What follows belongs to an exercise in optimizing a design on an open flow for small area; a production flow would make more cautious choices.
Only simulation tests tie the RTL to the original design; equivalence was not proved.
Power is estimated from default activity; no workload was simulated.

Setup of rev 12:
==> flow/design.v <==
module mfe_corr (
    input  wire        clk,
    input  wire        rst,         
    input  wire        cfg_we,
    input  wire [4:0]  cfg_addr,    
    input  wire [31:0] cfg_wdata,
    input  wire        in_valid,
    output wire        in_ready,
    input  wire [23:0] in_x,        
    input  wire [2:0]  in_g,        
    input  wire [2:0]  in_band,     
    input  wire [4:0]  in_flags,
    output wire        out_valid,
    input  wire        out_ready,
    output wire [23:0] out_y,
    output wire [2:0]  out_g,
    output wire [4:0]  out_flags,
    output wire        out_last,    
    output wire [31:0] out_crc      
);
    reg signed [31:0] gain_tab [0:4];
    reg signed [23:0] ofs_tab  [0:4];
    reg signed [31:0] tbg_tab  [0:7];
    integer i;
    always @(posedge clk) begin
        if (cfg_we) begin
            for (i = 0; i < 5; i = i + 1) begin
                if (cfg_addr == i)
                    gain_tab[i] <= cfg_wdata;
                if (cfg_addr == i + 5)
                    ofs_tab[i] <= cfg_wdata[23:0];
            end
            for (i = 0; i < 8; i = i + 1) begin
                if (cfg_addr == i + 15)
                    tbg_tab[i] <= cfg_wdata;
            end
        end
    end
    localparam IDLE = 2'd0, S1 = 2'd1, WP = 2'd2, S2 = 2'd3;
    reg [1:0] st;
    reg [4:0] cnt;
    reg       full;          
    reg [5:0] ccnt;          
    reg [4:0] blk_cnt;
    reg       ldo;           
    wire crc_idle = ccnt[5];
    wire last     = (blk_cnt == 5'd31);
    assign out_valid = full & crc_idle;
    wire deliver  = out_valid & out_ready;
    wire free2    = crc_idle & ~ldo & (~full | out_ready);
    wire run1     = (st == S1);
    wire run2     = (st == S2);
    wire s1_last  = (cnt == 5'd25);
    wire s2_last  = (cnt == 5'd27);
    wire acc_n    = run2 & s2_last;
    wire ld2      = (st == WP) & free2;
    assign in_ready = acc_n;
    always @(posedge clk) begin
        if (rst) begin
            st <= IDLE;
            cnt <= 5'd0;
        end else begin
            case (st)
                IDLE: if (in_valid) begin st <= S1; cnt <= 5'd1; end
                S1:   if (s1_last) begin st <= WP; cnt <= 5'd0; end
                      else cnt <= cnt + 5'd1;
                WP:   if (free2) begin st <= S2; cnt <= 5'd1; end
                S2:   if (s2_last) begin st <= IDLE; cnt <= 5'd0; end
                      else cnt <= cnt + 5'd1;
            endcase
        end
    end
    wire [2:0]  gsel = in_g[2] ? 3'd4 : in_g;
    wire [23:0] ow   = ofs_tab[gsel];
    wire [4:0]  xi   = (cnt > 5'd23) ? 5'd23 : cnt;
    wire        xb   = in_x[xi];
    wire        ob   = ~ow[xi];
    reg         dcy;                        
    wire        dci  = (st == IDLE) | dcy;
    wire        db   = xb ^ ob ^ dci;
    wire        dgo  = ((st == IDLE) & in_valid) | run1;
    always @(posedge clk)
        if (dgo) dcy <= (xb & ob) | (xb & dci) | (ob & dci);
    reg  [32:0] r1;
    reg  [31:0] z;
    reg         mbr;                        
    wire [31:0] rw  = run2 ? tbg_tab[in_band] : gain_tab[gsel];
    wire [32:0] m   = {rw[31] & ~rw[30], rw[31] ^ rw[30], ~rw[30], rw[29:0]};
    wire        neg = run2 ? s2_last : s1_last;
    wire        first = (cnt == 5'd1);
    wire [33:0] a_op = first ? 34'h0_2000_0000 : {r1[32], r1};
    wire [33:0] b_op = mbr ? (neg ? ~{m[32], m} : {m[32], m}) : 34'd0;
    wire [33:0] sum  = a_op + b_op + {33'd0, neg & mbr};
    always @(posedge clk) begin
        if (dgo) mbr <= db;
        else if (ld2) mbr <= r1[5];
        else if (run2) mbr <= z[1];
    end
    wire        ovf = ~((&r1[32:26]) | ~(|r1[32:26]));
    wire [23:0] ysat = ovf ? {r1[32], {23{~r1[32]}}} : r1[26:3];
    always @(posedge clk) begin
        if (run1 | run2) r1 <= sum[33:1];
        if (acc_n) z[31:24] <= {in_flags, in_g};
        else if (ld2) z[26:0] <= r1[31:5];
        else if (run2 | ~crc_idle) z <= {z[0], z[31:1]};
        if (ldo) z[23:0] <= ysat;
    end
    reg  [31:0] crc;
    wire        fb = crc[0] ^ z[0];               
    wire [31:0] crc_step = {fb, crc[31:1]} ^ ({32{~fb}} & {1'b0, 31'h02F63B78});
    always @(posedge clk) begin
        if (rst) begin
            ccnt <= 6'd32;
            crc <= 32'd0;
            full <= 1'b0;
            ldo <= 1'b0;
            blk_cnt <= 5'd0;
        end else begin
            ldo <= acc_n;
            if (ldo) ccnt <= 6'd0;
            else if (!crc_idle) ccnt <= ccnt + 6'd1;
            if (!crc_idle) crc <= crc_step;
            else if (deliver & last) crc <= 32'd0;
            if (ldo) full <= 1'b1;
            else if (deliver) full <= 1'b0;
            if (deliver) blk_cnt <= blk_cnt + 5'd1;
        end
    end
    assign out_y     = z[23:0];
    assign out_g     = z[26:24];
    assign out_flags = z[31:27];
    assign out_last  = last;
    assign out_crc   = crc;
endmodule
export LEC_CHECK = 0
export CAP_MARGIN = 20
export CORE_MARGIN = 2
export CORE_UTILIZATION = 60
export PLACE_DENSITY = 0.7
export SLEW_MARGIN = 20
create_clock -name core_clock -period 10.0 [get_ports {clk}]
standard.sh (not shown) runs the stock make flow with config.mk's settings and CLKGATE_MAP_FILE= SYNTH_SCRIPT=/design/flow/synth_recipe.tcl, a recipe that flattens the netlist after the stock synthesis.
==> flow/flow/run.sh <==
#!/bin/bash
# ORFS layout with: synthesis by the standard script but with an
# area-oriented ABC mapping script, the smallest buffer cell for port
# buffers, and clock tree synthesis without dummy loads.
set -euo pipefail
cp -r "$FLOW_HOME/scripts" scripts_mod
cp flow/abc_map.script scripts_mod/abc_speed.script
bash standard.sh SCRIPTS_DIR="$PWD/scripts_mod" synth > synth.log 2>&1
export BUFFER_PORTS_ARGS="-buffer_cell sky130_fd_sc_hd__buf_1"
export CTS_ARGS="-sink_clustering_enable -repair_clock_nets -dont_use_dummy_load -buf_list sky130_fd_sc_hd__clkbuf_4 -sink_clustering_size 10 -sink_clustering_max_diameter 30"
bash standard.sh > standard.log 2>&1
==> flow/flow/abc_map.script <==
strash
&get -n
&fraig -x
&put
scorr
dc2
dretime
strash
&get -n
&dch -f
&nf
&put
[inputs] rev 13 vs rev 12
--- a/flow/design.v
+++ b/flow/design.v
@@ -84,12 +84,20 @@
     reg  [32:0] r1;
     reg  [31:0] z;
     reg         mbr;                        
-    wire [31:0] rw  = run2 ? tbg_tab[in_band] : gain_tab[gsel];
-    wire [32:0] m   = {rw[31] & ~rw[30], rw[31] ^ rw[30], ~rw[30], rw[29:0]};
+    reg  [31:0] rw;
+    integer     w;
+    always @* begin
+        rw = 32'd0;
+        for (w = 0; w < 5; w = w + 1)
+            rw = rw | (gain_tab[w] & {32{mbr & ~run2 & (gsel == w)}});
+        for (w = 0; w < 8; w = w + 1)
+            rw = rw | (tbg_tab[w] & {32{mbr & run2 & (in_band == w)}});
+    end
+    wire [32:0] m   = {rw[31] & ~rw[30], rw[31] ^ rw[30], mbr & ~rw[30], rw[29:0]};
     wire        neg = run2 ? s2_last : s1_last;
     wire        first = (cnt == 5'd1);
     wire [33:0] a_op = first ? 34'h0_2000_0000 : {r1[32], r1};
-    wire [33:0] b_op = mbr ? (neg ? ~{m[32], m} : {m[32], m}) : 34'd0;
+    wire [33:0] b_op = {m[32], m} ^ {34{neg & mbr}};
     wire [33:0] sum  = a_op + b_op + {33'd0, neg & mbr};
     always @(posedge clk) begin
         if (dgo) mbr <= db;
Results
Required time at the worst-slack endpoint for rev 13: 0.02 ns up relative to rev 12. In the flow results for rev 12 and rev 13, the die footprint is larger on rev 12. Summary — synthesized area, rev 13 relative to rev 12: lower, by 1.6%. Sum of internal, switching and leakage power, rev 12 and rev 13, higher one = rev 13. Rev 12 leaves less setup margin than rev 13. Comparing rev 12 and rev 13, the higher portion of total power attributed to the clock network was measured on rev 12.

-- separate check: timing with driven ports --
How much do the figures lean on ideal ports? The routed layouts below were timed once more, with nothing changed but the port constraints. Step 1 (the two cells are an assumption about what drives the block):
set clk [get_ports {clk}]
set_driving_cell -lib_cell sky130_fd_sc_hd__clkbuf_16 $clk
set_driving_cell -lib_cell sky130_fd_sc_hd__buf_2 [delete_from_list [all_inputs] $clk]
Step 2 times the ports against the registers' clock, not the clock port: input delays grow and output delays shrink by t, the midpoint of the rising clock arrivals with the driver on. Slacks: ideal / step 1 / step 2; pairs: ideal / step 1.
run	t (ns)	setup slack, ns	worst hold slack (ns)	clock arrival spread, ns	worst slew at a driven data input, ns
rev 12	0.890	1.926 / 1.953 / 1.063	0.462 / 0.462 / 0.462	0.086 / 0.086	0.09
rev 13	0.893	1.933 / 1.922 / 1.029	0.468 / 0.468 / 0.468	0.138 / 0.138	0.07
After both steps every run listed still meets setup and hold. For rev 13, which loses most, drivers alone change the setup slack by -0.011 ns; drivers and shift together by -0.904 ns.
